This design comes from an exercise in tuning for small area, a short achievable clock period and few clock cycles per item on the open sky130 flow, not from production work. In this exercise RTL edits were held to simulation tests only and were not proved equivalent to the original. Power is estimated from default activity; no workload was simulated.

===== standard.sh =====
#!/bin/bash
# synth_recipe.tcl (not shown) runs the flow's synth.tcl, then flattens the netlist and writes it again
# the make line also repeats each setting of config.mk as NAME=value (left out here)
make -C /OpenROAD-flow-scripts/flow DESIGN_CONFIG=/design/flow/config.mk WORK_HOME=/design/flow/orfs CLKGATE_MAP_FILE= SYNTH_SCRIPT=/design/flow/synth_recipe.tcl "${@:-finish}"

===== flow/port_buffer.txt =====
sky130_fd_sc_hd__buf_1

===== constraint.sdc =====
create_clock -name core_clock -period 13.0 [get_ports {clk}]
set_input_delay 2.6000 -clock core_clock [delete_from_list [all_inputs] [get_ports {clk}]]
set_output_delay 2.6000 -clock core_clock [all_outputs]
set_load 0.01 [all_outputs]

===== config.mk =====
export PLATFORM = sky130hd
export DESIGN_NAME = dge_sha512
export DESIGN_NICKNAME = dge_sha512
export VERILOG_FILES = /design/flow/design.v
export SDC_FILE = /design/flow/constraint.sdc
export NUM_CORES = 8
export LEC_CHECK = 0
export ABC_AREA = 1
export CAP_MARGIN = 20
export CORE_MARGIN = 2
export CORE_UTILIZATION = 45
export PLACE_DENSITY = 0.7
export SLEW_MARGIN = 20
export SYNTH_MEMORY_MAX_BITS = 8192

===== design.v =====
module dge_sha512 (
    input  wire         clk,
    input  wire         rst,             
    input  wire         start,
    input  wire [7:0]   alg,             
    input  wire         resume,
    input  wire [511:0] resume_h,        
    input  wire [63:0]  resume_count,    
    input  wire         abort,
    input  wire         in_valid,
    output reg          in_ready,
    input  wire [63:0]  in_data,
    input  wire         in_last,
    input  wire [3:0]   in_nbytes,
    output reg          busy,
    output reg          done,
    output reg          err,
    output wire [511:0] digest
);
    localparam [1:0] S_IDLE = 2'd0,
                     S_POST = 2'd2,      
                     S_RND  = 2'd3;      
    localparam [1:0] F_DATA = 2'd0,      
                     F_PAD  = 2'd1,      
                     F_END  = 2'd2;      
    localparam [7:0] ALG_SHA384 = 8'h02,
                     ALG_SHA512 = 8'h03;
    reg [1:0]  state;
    reg [6:0]  kidx;         
    reg        first;        
    reg        is384;
    reg        ivload;       
    reg        in_post;      
    reg        in_rnd;       
    reg        k80;          
    reg        rot;          
    reg [1:0]  fmode;
    reg [3:0]  fp;           
    reg        need80;       
    reg        lenfit;       
    reg [60:0] cnt_hi;       
    reg [2:0]  cnt_lo;       
    reg        hv;           
    reg [63:0] a, b, c, d, e, f, g, h;
    reg [63:0] hkw;          
    reg [63:0] s1r, chr;     
    reg [63:0] w [0:15];     
    reg [63:0] ha [0:3];     
    reg [63:0] he [0:3];     
    integer i;
    function [63:0] kconst;
        input [6:0] t;
        case (t)
            7'd0:  kconst = 64'h428a2f98d728ae22; 7'd1:  kconst = 64'h7137449123ef65cd;
            7'd2:  kconst = 64'hb5c0fbcfec4d3b2f; 7'd3:  kconst = 64'he9b5dba58189dbbc;
            7'd4:  kconst = 64'h3956c25bf348b538; 7'd5:  kconst = 64'h59f111f1b605d019;
            7'd6:  kconst = 64'h923f82a4af194f9b; 7'd7:  kconst = 64'hab1c5ed5da6d8118;
            7'd8:  kconst = 64'hd807aa98a3030242; 7'd9:  kconst = 64'h12835b0145706fbe;
            7'd10: kconst = 64'h243185be4ee4b28c; 7'd11: kconst = 64'h550c7dc3d5ffb4e2;
            7'd12: kconst = 64'h72be5d74f27b896f; 7'd13: kconst = 64'h80deb1fe3b1696b1;
            7'd14: kconst = 64'h9bdc06a725c71235; 7'd15: kconst = 64'hc19bf174cf692694;
            7'd16: kconst = 64'he49b69c19ef14ad2; 7'd17: kconst = 64'hefbe4786384f25e3;
            7'd18: kconst = 64'h0fc19dc68b8cd5b5; 7'd19: kconst = 64'h240ca1cc77ac9c65;
            7'd20: kconst = 64'h2de92c6f592b0275; 7'd21: kconst = 64'h4a7484aa6ea6e483;
            7'd22: kconst = 64'h5cb0a9dcbd41fbd4; 7'd23: kconst = 64'h76f988da831153b5;
            7'd24: kconst = 64'h983e5152ee66dfab; 7'd25: kconst = 64'ha831c66d2db43210;
            7'd26: kconst = 64'hb00327c898fb213f; 7'd27: kconst = 64'hbf597fc7beef0ee4;
            7'd28: kconst = 64'hc6e00bf33da88fc2; 7'd29: kconst = 64'hd5a79147930aa725;
            7'd30: kconst = 64'h06ca6351e003826f; 7'd31: kconst = 64'h142929670a0e6e70;
            7'd32: kconst = 64'h27b70a8546d22ffc; 7'd33: kconst = 64'h2e1b21385c26c926;
            7'd34: kconst = 64'h4d2c6dfc5ac42aed; 7'd35: kconst = 64'h53380d139d95b3df;
            7'd36: kconst = 64'h650a73548baf63de; 7'd37: kconst = 64'h766a0abb3c77b2a8;
            7'd38: kconst = 64'h81c2c92e47edaee6; 7'd39: kconst = 64'h92722c851482353b;
            7'd40: kconst = 64'ha2bfe8a14cf10364; 7'd41: kconst = 64'ha81a664bbc423001;
            7'd42: kconst = 64'hc24b8b70d0f89791; 7'd43: kconst = 64'hc76c51a30654be30;
            7'd44: kconst = 64'hd192e819d6ef5218; 7'd45: kconst = 64'hd69906245565a910;
            7'd46: kconst = 64'hf40e35855771202a; 7'd47: kconst = 64'h106aa07032bbd1b8;
            7'd48: kconst = 64'h19a4c116b8d2d0c8; 7'd49: kconst = 64'h1e376c085141ab53;
            7'd50: kconst = 64'h2748774cdf8eeb99; 7'd51: kconst = 64'h34b0bcb5e19b48a8;
            7'd52: kconst = 64'h391c0cb3c5c95a63; 7'd53: kconst = 64'h4ed8aa4ae3418acb;
            7'd54: kconst = 64'h5b9cca4f7763e373; 7'd55: kconst = 64'h682e6ff3d6b2b8a3;
            7'd56: kconst = 64'h748f82ee5defb2fc; 7'd57: kconst = 64'h78a5636f43172f60;
            7'd58: kconst = 64'h84c87814a1f0ab72; 7'd59: kconst = 64'h8cc702081a6439ec;
            7'd60: kconst = 64'h90befffa23631e28; 7'd61: kconst = 64'ha4506cebde82bde9;
            7'd62: kconst = 64'hbef9a3f7b2c67915; 7'd63: kconst = 64'hc67178f2e372532b;
            7'd64: kconst = 64'hca273eceea26619c; 7'd65: kconst = 64'hd186b8c721c0c207;
            7'd66: kconst = 64'heada7dd6cde0eb1e; 7'd67: kconst = 64'hf57d4f7fee6ed178;
            7'd68: kconst = 64'h06f067aa72176fba; 7'd69: kconst = 64'h0a637dc5a2c898a6;
            7'd70: kconst = 64'h113f9804bef90dae; 7'd71: kconst = 64'h1b710b35131c471b;
            7'd72: kconst = 64'h28db77f523047d84; 7'd73: kconst = 64'h32caab7b40c72493;
            7'd74: kconst = 64'h3c9ebe0a15c9bebc; 7'd75: kconst = 64'h431d67c49c100d4c;
            7'd76: kconst = 64'h4cc5d4becb3e42b6; 7'd77: kconst = 64'h597f299cfc657e2a;
            7'd78: kconst = 64'h5fcb6fab3ad6faec; default: kconst = 64'h6c44198c4a475817;
        endcase
    endfunction
    reg [63:0] k;            
    function [127:0] csa;
        input [63:0] x, y, z;
        begin
            csa[63:0]   = x ^ y ^ z;
            csa[127:64] = {(x[62:0] & y[62:0]) | (x[62:0] & z[62:0]) | (y[62:0] & z[62:0]), 1'b0};
        end
    endfunction
    function [63:0] add64;
        input [63:0] x, y;
        reg [63:0] gg, pp;
        integer l, j, src;
        begin
            gg = x & y;
            pp = x ^ y;
            for (l = 0; l < 6; l = l + 1)
                for (j = 0; j < 64; j = j + 1)
                    if ((j >> l) & 1) begin
                        src = ((j >> l) << l) - 1;
                        gg[j] = gg[j] | (pp[j] & gg[src]);
                        pp[j] = pp[j] & pp[src];
                    end
            add64 = (x ^ y) ^ {gg[62:0], 1'b0};
        end
    endfunction
    function [63:0] add64bk;
        input [63:0] x, y;
        reg [63:0] gg, pp;
        integer l, j, st;
        begin
            gg = x & y;
            pp = x ^ y;
            for (l = 0; l < 6; l = l + 1) begin
                st = 1 << l;
                for (j = 0; j < 64; j = j + 1)
                    if (((j + 1) % (2*st)) == 0) begin
                        gg[j] = gg[j] | (pp[j] & gg[j-st]);
                        pp[j] = pp[j] & pp[j-st];
                    end
            end
            for (l = 4; l >= 0; l = l - 1) begin
                st = 1 << l;
                for (j = 0; j < 64; j = j + 1)
                    if (j >= 3*st-1 && ((j + 1 - st) % (2*st)) == 0) begin
                        gg[j] = gg[j] | (pp[j] & gg[j-st]);
                        pp[j] = pp[j] & pp[j-st];
                    end
            end
            add64bk = (x ^ y) ^ {gg[62:0], 1'b0};
        end
    endfunction
    wire [63:0] big_s0 = {a[27:0], a[63:28]} ^ {a[33:0], a[63:34]} ^ {a[38:0], a[63:39]};
    wire [63:0] big_s1 = s1r;
    wire [63:0] ch     = chr;
    wire [63:0] maj    = (a & b) ^ (a & c) ^ (b & c);
    wire [127:0] t1_cs = csa(hkw, big_s1, ch);
    wire [127:0] e_cs  = csa(t1_cs[63:0], t1_cs[127:64], d);
    wire [127:0] a_cs1 = csa(big_s0, maj, t1_cs[63:0]);
    wire [127:0] a_cs2 = csa(a_cs1[63:0], a_cs1[127:64], t1_cs[127:64]);
    wire [63:0]  e_new = add64(e_cs[63:0], e_cs[127:64]);
    wire [63:0]  a_new = add64(a_cs2[63:0], a_cs2[127:64]);
    wire [63:0] w1  = w[1];
    wire [63:0] w14 = w[14];
    wire [63:0] sm_s0 = {w14[0], w14[63:1]} ^ {w14[7:0], w14[63:8]} ^ {7'd0, w14[63:7]};
    wire [63:0] sm_s1 = {w1[18:0], w1[63:19]} ^ {w1[60:0], w1[63:61]} ^ {6'd0, w1[63:6]};
    wire [127:0] s_cs1 = csa(sm_s1, w[6], sm_s0);
    wire [127:0] s_cs2 = csa(s_cs1[63:0], s_cs1[127:64], w[15]);
    wire [63:0]  sched = add64(s_cs2[63:0], s_cs2[127:64]);
    function [63:0] bswap64;
        input [63:0] x;
        integer j;
        begin
            for (j = 0; j < 8; j = j + 1)
                bswap64[63-8*j -: 8] = x[8*j +: 8];
        end
    endfunction
    reg [63:0] last_beat;    
    always @(*) begin
        last_beat = 64'd0;
        for (i = 0; i < 8; i = i + 1) begin
            if (i < in_nbytes)
                last_beat[8*i +: 8] = in_data[8*i +: 8];
            else if (i == in_nbytes)
                last_beat[8*i +: 8] = 8'h80;
        end
    end
    wire         last_ok  = (in_nbytes <= 4'd8);
    wire [7:0]   mark_pos = {1'b0, fp, 3'b000} + {4'd0, in_nbytes};
    wire         alg_ok   = (alg == ALG_SHA384) || (alg == ALG_SHA512);
    wire feed_slot = in_post || (in_rnd && (kidx <= 7'd14 || k80));
    wire go   = hv;
    wire need = (go && feed_slot && fmode != F_END) || !hv;    
    wire take = in_ready && in_valid;    
    wire fw   = need && (fmode == F_PAD || take);    
    wire [60:0] cnt_inc = cnt_hi + 61'd1;
    reg [63:0] pad_word;
    always @(*) begin
        if (need80)
            pad_word = {8'h80, 56'd0};
        else if (lenfit && fp == 4'd14)
            pad_word = {61'd0, cnt_hi[60:58]};
        else if (lenfit && fp == 4'd15)
            pad_word = {cnt_hi[57:0], cnt_lo, 3'b000};
        else
            pad_word = 64'd0;
    end
    wire [63:0] feed_word = (fmode == F_DATA) ?
                            (in_last ? bswap64(last_beat) : bswap64(in_data)) : pad_word;
    wire clr67 = is384 && in_post && (fmode == F_END);
    wire [63:0] sum_a = add64(ha[3], first ? 64'd0 : a);
    wire [63:0] sum_e = add64(he[3], first ? 64'd0 : e);
    wire [127:0] hkw_cs = csa(g, k, w[0]);
    wire [511:0] h_cat = {ha[0], ha[1], ha[2], ha[3], he[0], he[1], he[2], he[3]};
    genvar gi;
    generate
        for (gi = 0; gi < 64; gi = gi + 1) begin : g_dig
            assign digest[8*gi +: 8] = h_cat[511-8*gi -: 8];
        end
    endgenerate
    wire [511:0] rh;         
    generate
        for (gi = 0; gi < 64; gi = gi + 1) begin : g_rh
            assign rh[511-8*gi -: 8] = resume_h[8*gi +: 8];
        end
    endgenerate
    wire [511:0] iv = is384 ?
        {64'hcbbb9d5dc1059ed8, 64'h629a292a367cd507, 64'h9159015a3070dd17, 64'h152fecd8f70e5939,
         64'h67332667ffc00b31, 64'h8eb44a8768581511, 64'hdb0c2e0d64f98fa7, 64'h47b5481dbefa4fa4} :
        {64'h6a09e667f3bcc908, 64'hbb67ae8584caa73b, 64'h3c6ef372fe94f82b, 64'ha54ff53a5f1d36f1,
         64'h510e527fade682d1, 64'h9b05688c2b3e6c1f, 64'h1f83d9abfb41bd6b, 64'h5be0cd19137e2179};
    wire idle = (state == S_IDLE);
    reg [1:0] state_n;
    reg [6:0] kidx_n;
    reg [1:0] fmode_n;
    reg       hv_n, done_n, err_n;
    wire      bad_last = take && in_last && !last_ok;
    wire [6:0] knext   = in_post ? 7'd1 :
                         k80 ? 7'd0 : kidx + 7'd1;
    always @(*) begin
        state_n    = state;
        done_n     = done;
        err_n      = err;
        if (rst || abort) begin
            state_n = S_IDLE;
            done_n  = 1'b0;
            err_n   = 1'b0;
        end else if (idle) begin
            if (start) begin
                done_n = 1'b0;
                err_n  = 1'b0;
                if (!alg_ok || (resume && resume_count[6:0] != 7'd0)) begin
                    done_n = 1'b1;
                    err_n  = 1'b1;
                end else begin
                    state_n = S_POST;
                end
            end
        end else if (bad_last) begin
            state_n = S_IDLE;
            done_n  = 1'b1;
            err_n   = 1'b1;
        end else if (go) begin
            if (state == S_POST) begin
                if (fmode == F_END) begin
                    state_n = S_IDLE;
                    done_n  = 1'b1;
                end else begin
                    state_n = S_RND;
                end
            end else if (kidx == 7'd80) begin
                state_n = S_POST;
            end
        end
    end
    always @(*) begin
        kidx_n  = kidx;
        fmode_n = fmode;
        hv_n    = hv;
        if (idle) begin
            kidx_n  = 7'd0;
            fmode_n = F_DATA;
            hv_n    = 1'b0;
        end else begin
            if (need && fmode == F_DATA)
                hv_n = take;
            else
                hv_n = 1'b1;
            if (go)
                kidx_n = knext;
            if (fw) begin
                if (fmode == F_DATA) begin
                    if (in_last)
                        fmode_n = F_PAD;
                end else if (fp == 4'd15 && lenfit) begin
                    fmode_n = F_END;
                end
            end
        end
    end
    always @(posedge clk) begin
        if (idle)
            k <= kconst(7'd0);
        else if (go)
            k <= kconst(knext);
    end
    wire feed_slot_n = (state_n == S_POST) ||
                       (state_n == S_RND && (kidx_n <= 7'd14 || kidx_n == 7'd80));
    wire busy_n      = (state_n != S_IDLE);
    always @(posedge clk) begin
        state    <= state_n;
        kidx     <= kidx_n;
        fmode    <= fmode_n;
        done     <= done_n;
        err      <= err_n;
        hv       <= hv_n;
        busy     <= busy_n;
        in_post  <= (state_n == S_POST);
        in_rnd   <= (state_n == S_RND);
        k80      <= (kidx_n == 7'd80);
        rot      <= (state_n == S_POST) || (state_n == S_RND && kidx_n >= 7'd78);
        in_ready <= busy_n && fmode_n == F_DATA &&
                    ((hv_n && feed_slot_n) || !hv_n);
    end
    always @(posedge clk) begin
        if (idle) begin
            ivload <= start && !resume;
            if (start) begin
                is384 <= (alg == ALG_SHA384);
                {ha[3], ha[0], ha[1], ha[2], he[3], he[0], he[1], he[2]} <= rh;
            end
        end else if (ivload) begin
            ivload <= 1'b0;
            {ha[3], ha[0], ha[1], ha[2], he[3], he[0], he[1], he[2]} <= iv;
        end else if (go && rot) begin
            ha[0] <= sum_a; ha[1] <= ha[0]; ha[2] <= ha[1]; ha[3] <= ha[2];
            he[0] <= sum_e; he[1] <= he[0];
            he[2] <= clr67 ? 64'd0 : he[1];
            he[3] <= clr67 ? 64'd0 : he[2];
        end
    end
    always @(posedge clk) begin
        if (idle) begin
            first  <= 1'b1;
            fp     <= 4'd0;
            need80 <= 1'b0;
            cnt_hi <= resume ? resume_count[63:3] : 61'd0;
            cnt_lo <= 3'd0;
        end else begin
            if (fw) begin
                fp <= fp + 4'd1;
                if (fmode == F_DATA) begin
                    if (!in_last || in_nbytes[3])
                        cnt_hi <= cnt_inc;
                    if (in_last) begin
                        cnt_lo <= in_nbytes[2:0];
                        need80 <= (in_nbytes == 4'd8);
                        lenfit <= (mark_pos <= 8'd111) || (fp == 4'd15);
                    end
                end else begin
                    need80 <= 1'b0;
                    if (fp == 4'd15)
                        lenfit <= 1'b1;
                end
            end
            if (go && in_post)
                first <= 1'b0;
        end
    end
    reg [63:0] e_d, f_d, g_d;
    always @(*) begin
        e_d = e;
        f_d = f;
        g_d = g;
        if (idle) begin
            g_d = rh[63:0];          
        end else if (ivload) begin
            g_d = iv[63:0];
        end else if (go) begin
            if (in_post) begin
                e_d = sum_e;
                f_d = he[0];
                g_d = he[1];
            end else if (in_rnd) begin
                e_d = e_new;
                f_d = e;
                g_d = k80 ? he[1] : f;
            end
        end
    end
    always @(posedge clk) begin
        e   <= e_d;
        f   <= f_d;
        g   <= g_d;
        s1r <= {e_d[13:0], e_d[63:14]} ^ {e_d[17:0], e_d[63:18]} ^ {e_d[40:0], e_d[63:41]};
        chr <= (e_d & f_d) ^ (~e_d & g_d);
    end
    always @(posedge clk) begin
        if (fw)
            w[0] <= feed_word;
        else if (go)
            w[0] <= sched;
    end
    always @(posedge clk) begin
        if (!idle && go) begin
            for (i = 1; i < 16; i = i + 1)
                w[i] <= w[i-1];
            hkw <= add64bk(hkw_cs[63:0], hkw_cs[127:64]);
            if (in_post) begin
                {a, b, c, d} <= {sum_a, ha[0], ha[1], ha[2]};
                h <= he[2];
            end else if (in_rnd) begin
                h <= g;
                d <= c;
                c <= b;
                b <= a;
                a <= a_new;
            end
        end
    end
endmodule

===== flow/run.sh =====
#!/bin/bash
# Standard synthesis, then the standard layout with: repair_timing aiming at
# a setup margin below the clock period (the SDC is unchanged), and a plain
# buffer (flow/port_buffer.txt) on every port.
set -euo pipefail
MARGIN=$(cat flow/margin.txt)
PORTBUF=$(cat flow/port_buffer.txt)
bash standard.sh synth > synth.log 2>&1
bash standard.sh SETUP_SLACK_MARGIN=$MARGIN "BUFFER_PORTS_ARGS=-buffer_cell $PORTBUF" finish > layout.log 2>&1

===== flow/margin.txt =====
8.8

==> results of run 1 <==
## timing repair
item / CTS / global route
setup endpoints to repair: 1644 / 1002
hold endpoints to repair: 0 / 0
cloned: 15 / 6
buffers inserted: 514 / 147
hold buffers: 0 / 0
gates resized for setup: 871 / 725
pin swaps: 194 / 270
## cell families (layout without fill, tap and decap cells)
logic type               count (synthesis)  after routing  synth area share [%]
other                                    0            127                     0
flip-flops                            2333           2333                  51.7
AND/OR/NAND/NOR                       4658           4663                  15.3
adder cells (fa/ha/maj)                896            896                  11.7
XOR/XNOR                               551            551                  3.79
buffers and inverters                 2076           4069                  6.32
AO/OA/AOI/OAI                         2392           2392                  11.1
## layout make-up
class / instances / area (um2)
fill: 24300 / 125000
inverter: 1613 / 6290
tap: 3743 / 4680
clock buffer: 326 / 7190
antenna: 127 / 318
multi-input combinational: 8502 / 58600
clock inverter: 148 / 1510
sequential: 2333 / 65900
timing repair buffer: 1979 / 12500
timing repair inverter: 3 / 17.5
## through the flow
stage               area [um2]  instances  hold WS (ns)
finish                  157000      18800         0.393
global route            157000      18700         0.408
CTS                     152000      18500         0.402
detailed placement      136000      17500         0.405
global placement        136000      17500         0.400
floorplan               127000      12900         0.400
## power groups by stage
| stage | sequential, mW | combinational (mW) | clock [mW] |
|---|---|---|---|
| 4_1_cts | 8.31 | 1.46 | 7.72 |
| 3_5_place_dp | 8.53 | 1.20 | 0 |
| 5_1_grt | 8.31 | 1.70 | 7.98 |
| 6_report | 8.32 | 1.62 | 7.75 |
| 2_1_floorplan | 8.46 | 0.643 | 0 |
| 3_3_place_gp | 8.53 | 1.19 | 0 |
## sequential cells by signal (all words and copies together), names as in the netlist, 2 cells and up
signal	count
k	64
cnt_lo	3
he	256
g	64
a	64
fmode	2
f	64
chr	64
cnt_hi	61
state	2
d	64
b	64
c	64
w	1024
ha	256
hkw	64
fp	4
kidx	7
s1r	64
e	64
## worst min path at each step
stage                          from         to  slack [ns]  depth (start not counted)
after CTS                   w[7][3]    w[8][3]        0.40                          0
final                       w[7][3]    w[8][3]        0.39                          0
after floorplan             w[9][0]   w[10][0]        0.40                          0
after detailed placement   w[9][48]  w[10][48]        0.40                          0
after global placement    w[11][16]  w[12][16]        0.40                          0
after global routing       w[5][50]   w[6][50]        0.41                          0
## metal layers
metal	wire (um)	vias up
met5	900	-
met4	72900	64
met3	88800	2387
met2	270000	9345
met1	220000	55600
li1	-	47600
## placed cells by master, fill, tap and decap left out, types with 58 or more instances in the layout
cell          n
nand2_1    2459
edfxtp_1   1919
inv_1      1462
buf_1      1069
o21ai_0     798
nand3_1     716
nor2_1      698
buf_4       640
a21oi_1     607
fa_1        433
dfxtp_1     408
ha_1        334
xor2_1      284
clkbuf_16   277
nand2_2     209
xnor2_1     191
o22ai_1     153
buf_6       132
diode_2     127
a22o_1      108
nand3_2     107
o21ai_1      97
inv_2        91
o211ai_1     89
nand2_4      86
o22a_1       78
nor3_1       72
fa_2         65
a21oi_2      63
buf_12       63
nand4_1      58
==> reports/metrics.csv, run 1 <==
metric,value,unit
synth-edff-count,1919,
worstPathMaxFanout,7,
maxSlewHeadroom,19.0,%
yosysWarnings,4,
comb_power_share,9.2,%
synth_area,127000,um2
switchingPower,4.55,mW
synth.ff_latch_count,2333,
sequentialPowerShare,47.0,%
total_power_after_layout,17.7,mW
post_synth_most_frequent_cells,"2718 x nand2_1, 1919 x edfxtp_1, 1556 x inv_1",
grt_use_met3,14.0,%
routed_wire_length_per_instance,34.8,um
drv_slew,0,
syn_area_per_cell,9.87,um2
grt.met1_usage,52.5,%
r2r_start,w[1][39],
synth.top_cell.area_share,45.2,%
nets,16300,
status,finished clean,
layout-drive-gt1-share,16.3,%
crit_path_time_final,4.54,ns
critical_path_end_type,flip-flop,
cts_root_buf,clkbuf_16,
drt.antenna.violating_nets,0,
reported_max_cap_violation_count,0,
setup.worst_path.class,reg -> reg,
reg2regPathDepth,25,
timing.critical_path.max_delay_family,adder cells,
max_freq,220,MHz
netlist.top_cell.by_area,edfxtp_1,
unrepaired_setup_endpoints_after_global_routing,true,
finalCoreUtilization,55.7,%
gp_congestion,1.10,
cp_slowest_stage_delay,0.53,ns
hold_violations,0,
synth-async-reset-ratio,0,%
detail_route.first_pass.iterations,7,
setup_viol,0,
cts.htree.levels,5,
fin_worst_skew,0.0746,ns
dp_worst_setup_slack,7.11,ns
floorplan.die.height,536,um
antenna_found_initial,147,
timing.reg2reg.setup_slack,8.46,ns
power.ir.vdd_worst,107,uV
insertion_delay,0.95,ns
cp_num_buf_inv,8,
actual_slew_at_the_worst_max_slew_pin,1.21,ns
worstSetupStartpointType,flip-flop,
x_dimension_of_the_die,536,um
detailed_place_hpwl,492,mm
commonest_register_cell_after_synthesis,edfxtp_1,
setup_tns,0,ns
detailroute.via_count,115000,
tritoncts,done,
tritoncts.num_buffers,264,
placement_rows,195,
global_route.peak_usage_layer,met2,
timing.final.ws_setup,8.46,ns
cp_num_cells,25,
synth_sequential_area_ratio,51.7,%
p_int,13.1,mW
switching_share,25.7,%
yosys-top-cells-area,"edfxtp_1 45%, nand2_1 8.0%, fa_1 7.8%, dfxtp_1 6.5%, inv_1 4.6%",
grt.total_usage,43.5,%
grt_max_degree,189,
grt_pass1_wl,852,mm
powerDensity,113,nW/um2
floorplan.initialDensity,45.2,%
die_area,287000,um2
period_share,34.9,%
wirelength,653,mm
critical_path.endpoint,w[0][63],
design.core.area,282000,um2
clock_sinks,2333,
clk_transition_reported_paths,0.07,ns
critical_path.slowest_cell,edfxtp_1,
startpoint_of_the_most_critical_setup_path,w[1][39],
rr_endpoint,w[0][63],
post_synth_inst_count,12900,
hold_path_class,reg -> reg,
grt.met2_usage,62.4,%
vias_per_cell,6.13,
drc,0,
timing.critical_path.arrival,5.20,ns
layout-area-overhead-vs-synth,23.3,%
crit_required,13.65,ns
clock_power_share,43.8,%
port_buffers,1174,
drtIter0Drc,18100,
global_route.overflow_total,0,
net_count_after_synthesis,14500,
clock_tree.buffer_depth,4,
p_leak,63.1,nW
synthMostInstantiatedCell,nand2_1,
via_count_of_the_first_global_routing_pass,105000,
yosys.cell_types.count,78,
pin_count,1175,
Testbench counts, summed over its fixed seeds: cycles 55,230, bytes 57,574.
==> run 2: changes to the inputs <==
--- a/design.v
+++ b/design.v
@@ -31,7 +31,2 @@
     reg        is384;
-    reg        ivload;       
-    reg        in_post;      
-    reg        in_rnd;       
-    reg        k80;          
-    reg        rot;          
     reg [1:0]  fmode;
@@ -44,4 +39,3 @@
     reg [63:0] a, b, c, d, e, f, g, h;
-    reg [63:0] hkw;          
-    reg [63:0] s1r, chr;     
+    reg [63:0] t1s, t1c;     
     reg [63:0] w [0:15];     
@@ -147,9 +141,6 @@
     wire [63:0] big_s0 = {a[27:0], a[63:28]} ^ {a[33:0], a[63:34]} ^ {a[38:0], a[63:39]};
-    wire [63:0] big_s1 = s1r;
-    wire [63:0] ch     = chr;
     wire [63:0] maj    = (a & b) ^ (a & c) ^ (b & c);
-    wire [127:0] t1_cs = csa(hkw, big_s1, ch);
-    wire [127:0] e_cs  = csa(t1_cs[63:0], t1_cs[127:64], d);
-    wire [127:0] a_cs1 = csa(big_s0, maj, t1_cs[63:0]);
-    wire [127:0] a_cs2 = csa(a_cs1[63:0], a_cs1[127:64], t1_cs[127:64]);
+    wire [127:0] e_cs  = csa(t1s, t1c, d);
+    wire [127:0] a_cs1 = csa(t1s, t1c, maj);
+    wire [127:0] a_cs2 = csa(a_cs1[63:0], a_cs1[127:64], big_s0);
     wire [63:0]  e_new = add64(e_cs[63:0], e_cs[127:64]);
@@ -184,3 +175,4 @@
     wire         alg_ok   = (alg == ALG_SHA384) || (alg == ALG_SHA512);
-    wire feed_slot = in_post || (in_rnd && (kidx <= 7'd14 || k80));
+    wire feed_slot = (state == S_POST) ||
+                     (state == S_RND && (kidx <= 7'd14 || kidx == 7'd80));
     wire go   = hv;
@@ -203,5 +195,6 @@
                             (in_last ? bswap64(last_beat) : bswap64(in_data)) : pad_word;
-    wire clr67 = is384 && in_post && (fmode == F_END);
-    wire [63:0] sum_a = add64(ha[3], first ? 64'd0 : a);
-    wire [63:0] sum_e = add64(he[3], first ? 64'd0 : e);
+    wire rot = (state == S_POST) || (state == S_RND && kidx >= 7'd78);
+    wire clr67 = is384 && (state == S_POST) && (fmode == F_END);
+    wire [63:0] sum_a = add64bk(ha[3], first ? 64'd0 : a);
+    wire [63:0] sum_e = add64bk(he[3], first ? 64'd0 : e);
     wire [127:0] hkw_cs = csa(g, k, w[0]);
@@ -220,3 +213,3 @@
     endgenerate
-    wire [511:0] iv = is384 ?
+    wire [511:0] iv = (alg == ALG_SHA384) ?
         {64'hcbbb9d5dc1059ed8, 64'h629a292a367cd507, 64'h9159015a3070dd17, 64'h152fecd8f70e5939,
@@ -225,2 +218,3 @@
          64'h510e527fade682d1, 64'h9b05688c2b3e6c1f, 64'h1f83d9abfb41bd6b, 64'h5be0cd19137e2179};
+    wire [511:0] h_init = resume ? rh : iv;
     wire idle = (state == S_IDLE);
@@ -231,4 +225,4 @@
     wire      bad_last = take && in_last && !last_ok;
-    wire [6:0] knext   = in_post ? 7'd1 :
-                         k80 ? 7'd0 : kidx + 7'd1;
+    wire [6:0] knext   = (state == S_POST) ? 7'd1 :
+                         (kidx == 7'd80) ? 7'd0 : kidx + 7'd1;
     always @(*) begin
@@ -311,6 +305,2 @@
         busy     <= busy_n;
-        in_post  <= (state_n == S_POST);
-        in_rnd   <= (state_n == S_RND);
-        k80      <= (kidx_n == 7'd80);
-        rot      <= (state_n == S_POST) || (state_n == S_RND && kidx_n >= 7'd78);
         in_ready <= busy_n && fmode_n == F_DATA &&
@@ -320,10 +310,6 @@
         if (idle) begin
-            ivload <= start && !resume;
             if (start) begin
                 is384 <= (alg == ALG_SHA384);
-                {ha[3], ha[0], ha[1], ha[2], he[3], he[0], he[1], he[2]} <= rh;
+                {ha[3], ha[0], ha[1], ha[2], he[3], he[0], he[1], he[2]} <= h_init;
             end
-        end else if (ivload) begin
-            ivload <= 1'b0;
-            {ha[3], ha[0], ha[1], ha[2], he[3], he[0], he[1], he[2]} <= iv;
         end else if (go && rot) begin
@@ -359,3 +345,3 @@
             end
-            if (go && in_post)
+            if (go && state == S_POST)
                 first <= 1'b0;
@@ -369,7 +355,5 @@
         if (idle) begin
-            g_d = rh[63:0];          
-        end else if (ivload) begin
-            g_d = iv[63:0];
+            g_d = h_init[63:0];      
         end else if (go) begin
-            if (in_post) begin
+            if (state == S_POST) begin
                 e_d = sum_e;
@@ -377,6 +361,6 @@
                 g_d = he[1];
-            end else if (in_rnd) begin
+            end else if (state == S_RND) begin
                 e_d = e_new;
                 f_d = e;
-                g_d = k80 ? he[1] : f;
+                g_d = (kidx == 7'd80) ? he[1] : f;
             end
@@ -388,5 +372,7 @@
         g   <= g_d;
-        s1r <= {e_d[13:0], e_d[63:14]} ^ {e_d[17:0], e_d[63:18]} ^ {e_d[40:0], e_d[63:41]};
-        chr <= (e_d & f_d) ^ (~e_d & g_d);
     end
+    wire [63:0]  hkw_n  = add64(hkw_cs[63:0], hkw_cs[127:64]);    
+    wire [63:0]  s1_n   = {e_d[13:0], e_d[63:14]} ^ {e_d[17:0], e_d[63:18]} ^ {e_d[40:0], e_d[63:41]};
+    wire [63:0]  ch_n   = (e_d & f_d) ^ (~e_d & g_d);
+    wire [127:0] t1_n   = csa(hkw_n, s1_n, ch_n);
     always @(posedge clk) begin
@@ -401,7 +387,8 @@
                 w[i] <= w[i-1];
-            hkw <= add64bk(hkw_cs[63:0], hkw_cs[127:64]);
-            if (in_post) begin
+            t1s <= t1_n[63:0];
+            t1c <= t1_n[127:64];
+            if (state == S_POST) begin
                 {a, b, c, d} <= {sum_a, ha[0], ha[1], ha[2]};
                 h <= he[2];
-            end else if (in_rnd) begin
+            end else if (state == S_RND) begin
                 h <= g;
==> flow/margin.txt (replaced) <==
8.5
==> run 2 against run 1 <==
  * Area after synthesis decreased by 1.2%
  * Setup slack got worse by 0.42 ns
  * Critical path type unchanged
  * Largest power group unchanged
  * Non-clock buffer count decreased by 211
  * Largest cell class unchanged
  * Combinational power decreased by 41%
==> reports/metrics.csv, run 2 <==
metric,value,unit
status,finished clean,
hold_violations,0,
drv_slew,0,
setup_viol,0,
max_freq,201,MHz
layout-drive-gt1-share,14.7,%
hold_start,w[8][16],
grt.total_usage,43.4,%
crit_path_time_final,4.96,ns
synth_sequential_area_ratio,51.8,%
largest_registers_ranked_by_flip_flop_count,"w: 1024 flops, ha: 256 flops, he: 256 flops",
clock_power_share,45.4,%
tritoncts,done,
cts_root_buf,clkbuf_16,
rr_endpoint,t1s[49],
final_common_cell,nand2_1,
regMostFlops,w,
clk_transition_reported_paths,0.06,ns
design.core.area,279000,um2
crit_required,13.65,ns
unrepaired_setup_endpoints_after_global_routing,true,
detailroute.via_count,110000,
layout-area-overhead-vs-synth,22.1,%
critical_path_end_type,flip-flop,
timing.critical_path.max_delay_family,simple AND/OR/NAND/NOR gates,
detail_route.first_pass.iterations,12,
actual_slew_at_the_worst_max_slew_pin,1.40,ns
drt.antenna.violating_nets,0,
fillCellCount,24600,
fin_worst_skew,0.0747,ns
cp_slowest_stage_delay,0.46,ns
via_count_of_the_first_global_routing_pass,102000,
port_buffers,1174,
wirelength,642,mm
floorplan.initialDensity,45.1,%
drc,0,
finish.cell_count_without_fillers,18200,
drtIter0Drc,16400,
switchingPower,4.19,mW
comb_power_share,5.7,%
yosys-top-cells-area,"edfxtp_1 47%, fa_1 8.3%, nand2_1 8.2%, dfxtp_1 4.5%, inv_1 4.3%",
synth.top_cell.area_share,47.3,%
p_leak,60.8,nW
gp_congestion,1.08,
power.ir.vdd_worst,99.7,uV
grt_pass1_wl,843,mm
cts-hold-fix-buffers,0,
powerDensity,110,nW/um2
finalCoreUtilization,55.1,%
routed_wire_length_per_instance,35.4,um
reported_max_cap_violation_count,0,
antenna_found_initial,130,
grt_max_degree,189,
timing.critical_path.arrival,5.61,ns
critical_path.slowest_cell,a221oi_4,
post_synth_inst_count,12600,
synth_area,126000,um2
floorplan.die.height,533,um
synth.ff_latch_count,2263,
worst_hold_path.num_cells,0,
post_synth_most_frequent_cells,"2747 x nand2_1, 1982 x edfxtp_1, 1452 x inv_1",
seq_area,65200,um2
sequentialPowerShare,49.0,%
detailed_place_hpwl,493,mm
crit_path_cell_trace,"buf_16, nor2_4, ha_4, inv_2, fa_2, nand3b_1, o211ai_1, nand2_1, o211ai_1, nand3_1, nand2_4, nand3_4, nand2_4, nand2_4, nand2_8, inv_6, fa_2, xor2_2, a221oi_4, nand2_2, nand2_4, mux2_2, fa_1",
p_int,12.7,mW
finalInstanceArea,154000,um2
crit_top_cell,nand2_4,
commonest_register_cell_after_synthesis,edfxtp_1,
vias_per_cell,6.08,
syn_area_per_cell,10.0,um2
total_power_after_layout,16.8,mW
clock_sinks,2263,
period_share,38.2,%
multi_input_logic_area,58600,um2
r2r_start,first,
yosys.cell_types.count,84,
die_area,284000,um2
worstSetupStartpointType,flip-flop,
post_dp_cell_area,134000,um2
tritoncts.num_buffers,262,
layout_common_cells,"2442 x nand2_1, 1982 x edfxtp_1, 1386 x inv_1, 1170 x buf_1, 946 x o21ai_0",
pin_count,1175,
setup_tns,0,ns
switching_share,24.9,%
clock_tree.buffer_depth,4,
yosysWarnings,4,
cp_num_buf_inv,3,
netlist.top_cell.by_area,edfxtp_1,
global_route.overflow_total,0,
reg2regPathDepth,23,
startpoint_of_the_most_critical_setup_path,first,
x_dimension_of_the_die,533,um
largest_reg_flops,1024,
min_to,w[9][16],
synth-async-reset-ratio,0,%
placedCellCount,17100,
maxSlewHeadroom,6.81,%
worstPathMaxFanout,6,
synth-edff-count,1982,
placement_rows,194,
cts.htree.levels,5,
synthMostInstantiatedCell,nand2_1,
timing.reg2reg.setup_slack,8.04,ns
net_count_after_synthesis,14100,
hold_path_class,reg -> reg,
insertion_delay,0.93,ns
setup.worst_path.class,reg -> reg,
nets,15700,
run 2: cell count changes after synthesis, moves of 39 or more:
cell      delta
o22a_1      -48
nand3_1    -286
o21ai_0    +146
dfxtp_1    -133
inv_1      -104
a22o_1      -52
edfxtp_1    +63
o22ai_1     -59
a21oi_1    -146
a22oi_1     +65
nor2_1      +39
xor2_1      +43
run 2: how the worst max path moves through the flow:
| stage | endpoint | slack, ns | cells after the start |
|---|---|---|---|
| after floorplan | ha[0][0] | 3.44 | 3 |
| after global placement | t1s[35] | 6.47 | 25 |
| after detailed placement | t1s[35] | 6.39 | 25 |
| after CTS | t1s[49] | 8.06 | 23 |
| after global routing | t1s[36] | 7.96 | 27 |
| final | t1s[49] | 8.04 | 23 |
run 2: cells by family (layout without fill, tap and decap cells):
logic type | Yosys count | after routing | share of synthesized area, %
AOI/OAI and AO/OA | 2387 | 2388 | 11.2
xor gates and xnor gates | 629 | 629 | 4.38
adders and majority gates | 926 | 926 | 12.3
buffers and inverters | 1979 | 3756 | 6.08
DFF | 2263 | 2263 | 51.8
muxes | 2 | 2 | 0.0179
other | 0 | 89 | 0
and+or+nand+nor | 4375 | 4379 | 14.2
run 2: power groups by stage:
stage,logic (mW),registers [mW],clock network [mW]
after CTS,0.893,8.22,7.65
after global placement,0.842,8.38,0
final,0.953,8.24,7.64
after detailed placement,0.853,8.38,0
after global routing,0.999,8.23,7.91
after floorplan,0.356,8.29,0
run 2: area by class of cell:
| class | instances | share of cell area, % |
|---|---|---|
| tap | 3724 | 3.03 |
| sequential | 2263 | 42.4 |
| antenna | 89 | 0.145 |
| inverter | 1513 | 3.84 |
| timing repair buffer | 1768 | 6.81 |
| multi-input combinational | 8324 | 38.2 |
| clock inverter | 138 | 1.04 |
| clock buffer | 337 | 4.58 |
run 2: timing repair:
| item | 4_1_cts | 5_1_grt |
|---|---|---|
| setup buffers | 289 | 152 |
| resized for setup | 916 | 591 |
| setup endpoints to repair | 1840 | 613 |
| cloned | 13 | 11 |
| pin swaps | 263 | 310 |
| endpoints found under the hold margin | 0 | 0 |
run 2: through the flow:
stage / worst slack [ns] / hold slack [ns]
6_report: 8.04 / 0.387
3_3_place_gp: 6.47 / 0.400
2_1_floorplan: 3.44 / 0.400
3_5_place_dp: 6.39 / 0.405
5_1_grt: 7.96 / 0.407
4_1_cts: 8.06 / 0.393
run 2: routing by layer:
layer / up-vias / routed length (um) / global-route usage [%]
li1: 45900 / - / -
met1: 54100 / 230000 / 55.0
met2: 8378 / 269000 / 63.1
met3: 2018 / 79600 / 11.7
met4: 50 / 63300 / 33.7
met5: - / 324 / 0
Testbench counts of run 2, summed over its fixed seeds: cycles 55,230, bytes 57,574.

## port drivers added, routing unchanged
How much do the figures lean on ideal ports? The routed layouts below were timed once more, with nothing changed but the port constraints.
Step 1, drivers: a clkbuf_16 drives clk and a buf_2 each remaining input, both assumed.
Step 2 adds t to the input delays and takes it off the output delays; t is the mean of the earliest and latest rising clock arrival at the registers after step 1. Input paths then give back, and output paths get back, about the clock's delay inside the block.
a / b / c = ideal ports / drivers / drivers and shift; a / b = the first two.
run	t, ns	setup slack, ns	slew at the worst register clock pin (ns)	worst slew at a driven data input, ns
run 1	1.044	8.459 / 8.459 / 7.749	0.08 / 0.08	0.42
run 2	0.995	8.036 / 8.036 / 7.198	0.07 / 0.07	0.43
After both steps setup and hold are still met in every run listed. For run 2, which loses most, drivers alone change the setup slack by 0.000 ns; drivers and shift together by -0.838 ns.
